Source: an optimization exercise on an open RTL-to-GDS flow (aim: small area, a short achievable clock period and few clock cycles per item). Production flows keep margins and buffers that such runs may drop.
Function was checked by simulation only, so behaviour that the tests miss may differ from the original.
Power and IR drop assume default switching activity.

==> flow/design.v <==
module sha256_engine (
    input  wire         clk,
    input  wire         rst,
    input  wire         in_valid,
    output wire         in_ready,
    input  wire         in_first,
    input  wire [511:0] in_block,
    output reg          out_valid,
    output wire [255:0] out_digest
);
    localparam [255:0] IV = {
        32'h6a09e667, 32'hbb67ae85, 32'h3c6ef372, 32'ha54ff53a,
        32'h510e527f, 32'h9b05688c, 32'h1f83d9ab, 32'h5be0cd19
    };
    reg         busy;
    reg [1:0]   step;        
    reg [5:0]   t;           
    reg [31:0]  w [0:15];    
    reg [31:0]  a, b, c, d, e, f, g, h;
    reg [255:0] hv;          
    assign in_ready   = !busy;
    assign out_digest = hv;
    function [31:0] rotr;
        input [31:0] x;
        input integer n;
        rotr = (x >> n) | (x << (32 - n));
    endfunction
    wire [31:0] s0_w = rotr(w[1], 7) ^ rotr(w[1], 18) ^ (w[1] >> 3);
    wire [31:0] s1_w = rotr(w[14], 17) ^ rotr(w[14], 19) ^ (w[14] >> 10);
    wire [31:0] w_new = w[0] + s0_w + w[9] + s1_w;    
    wire [31:0] bs1 = rotr(e, 6) ^ rotr(e, 11) ^ rotr(e, 25);
    wire [31:0] ch  = (e & f) ^ (~e & g);
    wire [31:0] bs0 = rotr(a, 2) ^ rotr(a, 13) ^ rotr(a, 22);
    wire [31:0] maj = (a & b) ^ (a & c) ^ (b & c);
    wire [31:0] t1  = h + bs1 + ch + k_t + w[0];
    wire [31:0] t2  = bs0 + maj;
    reg [31:0] k_t;
    always @(*) begin
        case (t)
            6'd0:  k_t = 32'h428a2f98; 6'd1:  k_t = 32'h71374491;
            6'd2:  k_t = 32'hb5c0fbcf; 6'd3:  k_t = 32'he9b5dba5;
            6'd4:  k_t = 32'h3956c25b; 6'd5:  k_t = 32'h59f111f1;
            6'd6:  k_t = 32'h923f82a4; 6'd7:  k_t = 32'hab1c5ed5;
            6'd8:  k_t = 32'hd807aa98; 6'd9:  k_t = 32'h12835b01;
            6'd10: k_t = 32'h243185be; 6'd11: k_t = 32'h550c7dc3;
            6'd12: k_t = 32'h72be5d74; 6'd13: k_t = 32'h80deb1fe;
            6'd14: k_t = 32'h9bdc06a7; 6'd15: k_t = 32'hc19bf174;
            6'd16: k_t = 32'he49b69c1; 6'd17: k_t = 32'hefbe4786;
            6'd18: k_t = 32'h0fc19dc6; 6'd19: k_t = 32'h240ca1cc;
            6'd20: k_t = 32'h2de92c6f; 6'd21: k_t = 32'h4a7484aa;
            6'd22: k_t = 32'h5cb0a9dc; 6'd23: k_t = 32'h76f988da;
            6'd24: k_t = 32'h983e5152; 6'd25: k_t = 32'ha831c66d;
            6'd26: k_t = 32'hb00327c8; 6'd27: k_t = 32'hbf597fc7;
            6'd28: k_t = 32'hc6e00bf3; 6'd29: k_t = 32'hd5a79147;
            6'd30: k_t = 32'h06ca6351; 6'd31: k_t = 32'h14292967;
            6'd32: k_t = 32'h27b70a85; 6'd33: k_t = 32'h2e1b2138;
            6'd34: k_t = 32'h4d2c6dfc; 6'd35: k_t = 32'h53380d13;
            6'd36: k_t = 32'h650a7354; 6'd37: k_t = 32'h766a0abb;
            6'd38: k_t = 32'h81c2c92e; 6'd39: k_t = 32'h92722c85;
            6'd40: k_t = 32'ha2bfe8a1; 6'd41: k_t = 32'ha81a664b;
            6'd42: k_t = 32'hc24b8b70; 6'd43: k_t = 32'hc76c51a3;
            6'd44: k_t = 32'hd192e819; 6'd45: k_t = 32'hd6990624;
            6'd46: k_t = 32'hf40e3585; 6'd47: k_t = 32'h106aa070;
            6'd48: k_t = 32'h19a4c116; 6'd49: k_t = 32'h1e376c08;
            6'd50: k_t = 32'h2748774c; 6'd51: k_t = 32'h34b0bcb5;
            6'd52: k_t = 32'h391c0cb3; 6'd53: k_t = 32'h4ed8aa4a;
            6'd54: k_t = 32'h5b9cca4f; 6'd55: k_t = 32'h682e6ff3;
            6'd56: k_t = 32'h748f82ee; 6'd57: k_t = 32'h78a5636f;
            6'd58: k_t = 32'h84c87814; 6'd59: k_t = 32'h8cc70208;
            6'd60: k_t = 32'h90befffa; 6'd61: k_t = 32'ha4506ceb;
            6'd62: k_t = 32'hbef9a3f7; default: k_t = 32'hc67178f2;
        endcase
    end
    integer i;
    always @(posedge clk) begin
        if (rst) begin
            busy      <= 1'b0;
            step      <= 2'd0;
            t         <= 6'd0;
            out_valid <= 1'b0;
        end else begin
            out_valid <= 1'b0;
            if (!busy) begin
                if (in_valid) begin
                    busy <= 1'b1;
                    step <= 2'd0;
                    for (i = 0; i < 16; i = i + 1)
                        w[i] <= in_block[511-32*i -: 32];
                    if (in_first)
                        hv <= IV;
                end
            end else begin
                case (step)
                    2'd0: begin
                        {a, b, c, d, e, f, g, h} <= hv;
                        t    <= 6'd0;
                        step <= 2'd1;
                    end
                    2'd1: begin
                        h <= g;
                        g <= f;
                        f <= e;
                        e <= d + t1;
                        d <= c;
                        c <= b;
                        b <= a;
                        a <= t1 + t2;
                        for (i = 0; i < 15; i = i + 1)
                            w[i] <= w[i+1];
                        w[15] <= w_new;
                        t <= t + 6'd1;
                        if (t == 6'd63)
                            step <= 2'd2;
                    end
                    default: begin
                        hv <= {hv[255:224] + a, hv[223:192] + b,
                               hv[191:160] + c, hv[159:128] + d,
                               hv[127:96]  + e, hv[95:64]   + f,
                               hv[63:32]   + g, hv[31:0]    + h};
                        out_valid <= 1'b1;
                        busy      <= 1'b0;
                        step      <= 2'd0;
                    end
                endcase
            end
        end
    end
endmodule
==> flow/run.sh <==
#!/bin/bash
# synth_recipe.tcl (not shown) runs the flow's synth.tcl, then flattens the netlist and writes it again
# the make line also repeats each setting of config.mk as NAME=value (left out here)
make -C /OpenROAD-flow-scripts/flow DESIGN_CONFIG=/design/flow/config.mk WORK_HOME=/design/flow/orfs CLKGATE_MAP_FILE= SYNTH_SCRIPT=/design/flow/synth_recipe.tcl finish
==> flow/config.mk <==
export PLATFORM = sky130hd
export DESIGN_NAME = sha256_engine
export DESIGN_NICKNAME = sha256_engine
export VERILOG_FILES = /design/flow/design.v
export SDC_FILE = /design/flow/constraint.sdc
export NUM_CORES = 4
export LEC_CHECK = 0
export CAP_MARGIN = 20
export CORE_MARGIN = 2
export CORE_UTILIZATION = 40
export SLEW_MARGIN = 20
==> flow/constraint.sdc <==
create_clock -name core_clock -period 10.0 [get_ports {clk}]
set_input_delay 2.0000 -clock core_clock [delete_from_list [all_inputs] [get_ports {clk}]]
set_output_delay 2.0000 -clock core_clock [all_outputs]
set_load 0.01 [all_outputs]
==> notes.md <==
Avg Inst Size Synth=10.94 um^2; Vias/cell=5.557; layout cells sized above 1=11.69%; TritonRoute pass-1 iters=6; pre-CTS setup slack=1734 ps; period utilization=83.53%; Die Span Y=420.6 um; EDFF count, synth=1024; hold endpoint=w[5][8]; register-to-register setup slack=1650 ps; WP buf/inv=2; synthesized net count=7445; core area=0.1721 mm^2; DRT iter0 DRCs=4874; DRC=0; Hold Path Cell Cnt=1; Area contributors post-synth=edfxtp_1 (44%), mux2_2 (8.5%), ha_1 (7.0%); Yosys warning count=2; Pwr per Cell Area=314.0 mW/mm^2; CTS buffer count=131; status=complete, no violations; first-pass GRT wire length=368800 um; fin crit period=8353 ps; largest net degree at the start of global routing=165; Core Util, Final=48.64%; Mapped Cells=6345; Worst Skew=47.14 ps; crit end category=flop; Reg clk slew, reported paths=60 ps; CTS H-Tree Depth=4; reg-to-reg critical path endpoint=a[31]; clk buf depth=3; vias in the first global route=52090; worst setup path category=flop to flop; I/O pin count=774; Total Routed Length=262200 um; commonest non-fill, non-tap cells in the layout=edfxtp_1 (1024), nand2_1 (971), clkdlybuf4s50_1 (772); Net count, final=8107; Slew Limit Fails=0; worst hold-check path type=flop to flop; top-area cell type share of the netlist area=44.29%; post-synth cell types=88; commonest non-fill, non-tap cell in the layout=edfxtp_1; cell total after placement=9184; DP Wirelength=204800 um; unrepaired setup endpoints after global routing=false; gr ovfl total=0; Hold Buf Count CTS=0; die footprint=0.1769 mm^2; # fillers=15710; total number of vias=52430; final cell count without fillers=9434; Starting Density=40.34%; Synth Flop Type=edfxtp_1; hold path start=w[6][8]; Max-Cap Viols=0; worst relative slew slack=14.94%; ys async rst share=0%; setup TNS=0 ps; Root Driver=clkbuf_16; count of state elements after synthesis=1066; Pwr Total=26.29 mW; cell area after synthesis=0.06943 mm^2; post_cts resized=0; # port buffers=773; worst setup margin=1647 ps; total global-route track usage=29.10%; slew of the pin with the lowest slew margin=1260 ps; Setup-failing EPs final=0; CTS tree=done; CP arrival=9020 ps; fmax=119.7 MHz; number of core rows=152; Final ANT Viol Nets=0; Lkg Pwr=31.63 nW; Req. time, crit path=10660 ps; CP max FO=6; Skew-Pair Late Insertion Delay=830 ps; cell mode on critical path=fa_1; RR Startpoint=e[27]; sequential-to-total area share from yosys stat=45.50%; R2R depth=32; Final Hold Vio Count=0; GPL Wtd Cong=0.9931; cell taking the most area after synthesis=edfxtp_1; CTS Sinks=1066; Worst VDD drop=0.6995 mV; synthesis-to-finish area growth=20.58%; Startpoint Class=flop; Crit path max-delay family=compound AO/OA/AOI/OAI gates; Post-CTS Setup Repair Bufs=0; antenna violations before repair=51; die width=420.6 um; Slowest-stage cell, CP=edfxtp_1; WL/cell=27.79 um; max incr delay on CP=560 ps
metal layers:
layer,vias up,GRT usage (%),share of wire [%]
li1,24180,-,-
met1,25740,33.38,37
met2,1966,50.59,50
met3,490,7.423,7.3
met4,50,13.55,5.1
met5,-,0,0.20
registers in the layout, summed over array words and instances, names as in the netlist:
name and cells:
f 32, w 512, e 32, hv 256, a 32, h 32
d 32, c 32, k_t 32, step 2, g 32, busy 1
b 32, t 6, out_valid 1
metrics by stage:
stage	hold slack, ps	instance area (um^2)
finish	521.2	83720
global route	521.8	83710
CTS	516.2	83680
detailed placement	531.2	79480
global placement	526.6	79480
floorplan	504.9	69490
worst max path at each step:
stage | from | slack [ps] | endpoint | cells after the start
after floorplan | rst | -1350 | w[0][0] | 5
after global placement | e[27] | 1720 | a[31] | 32
after detailed placement | e[27] | 1730 | a[31] | 32
after CTS | e[27] | 1710 | a[31] | 32
after global routing | e[27] | 1270 | a[31] | 32
final | e[27] | 1650 | a[31] | 32
synth_stat cells (all sizes together) (22+ instances only):
| library cell | n |
|---|---|
| a211oi | 56 |
| a21o | 175 |
| a21oi | 339 |
| a31oi | 53 |
| and3 | 30 |
| buf | 26 |
| clkbuf | 277 |
| dfxtp | 42 |
| edfxtp | 1024 |
| fa | 195 |
| ha | 389 |
| inv | 249 |
| maj3 | 23 |
| mux2 | 527 |
| nand2 | 971 |
| nand2b | 89 |
| nand3 | 77 |
| nand4 | 22 |
| nor2 | 320 |
| nor2b | 56 |
| nor3 | 91 |
| o211ai | 33 |
| o21a | 60 |
| o21ai | 305 |
| o21bai | 34 |
| o31ai | 30 |
| xnor2 | 381 |
| xor2 | 170 |
power breakdown:
group	switching [mW]	internal [mW]	total (mW)
clock	2.05	2.73	4.78
sequential	0.384	5.33	5.71
combinational	8.98	6.81	15.8
kinds of logic after synthesis:
kind of cell | Yosys count | share of synthesized area [%]
compound gates | 1265 | 11.78
xor+xnor | 553 | 7.015
fa+ha+maj | 607 | 12.96
buf+inv | 554 | 3.015
flops | 1066 | 45.50
mux | 541 | 8.749
simple gates | 1759 | 10.98
area by class of cell:
cell class	count	area [um^2]	share of cell area, %
multi-input cells	4725	35810	42.78
flip-flops and latches	1066	31590	37.74
repair buffers	832	8238	9.839
clock buffers	164	3412	4.075
well taps	2310	2890	3.452
inverters	251	944.7	1.128
clock inverters	70	789.5	0.9430
diodes	16	40.04	0.04782
Testbench counts, summed over its fixed seeds: cycles 52,729, blocks 787.

what the ideal ports hide:
How much do the figures lean on ideal ports? The routed layout below was timed once more, with nothing changed but the port constraints. Step 1 assumes that a clkbuf_16 drives the clock port and a buf_2 every other input. Step 2 adds t to the input delays and takes it off the output delays; t is the mean of the earliest and latest rising clock arrival at the registers after step 1. Input paths then give back, and output paths get back, about the clock's delay inside the block. Slacks: ideal ports / drivers / drivers and shift; pairs: ideal ports / drivers.
t, ns: 0.903
slack for setup (ns): 1.647 / 1.647 / 1.647
worst register clock-pin slew, ns: 0.07 / 0.07
cell pins on the clock port's net: 1
After both steps this run still meets setup and hold. The setup slack of this run moves by 0.000 ns with the drivers and by 0.000 ns with both steps.
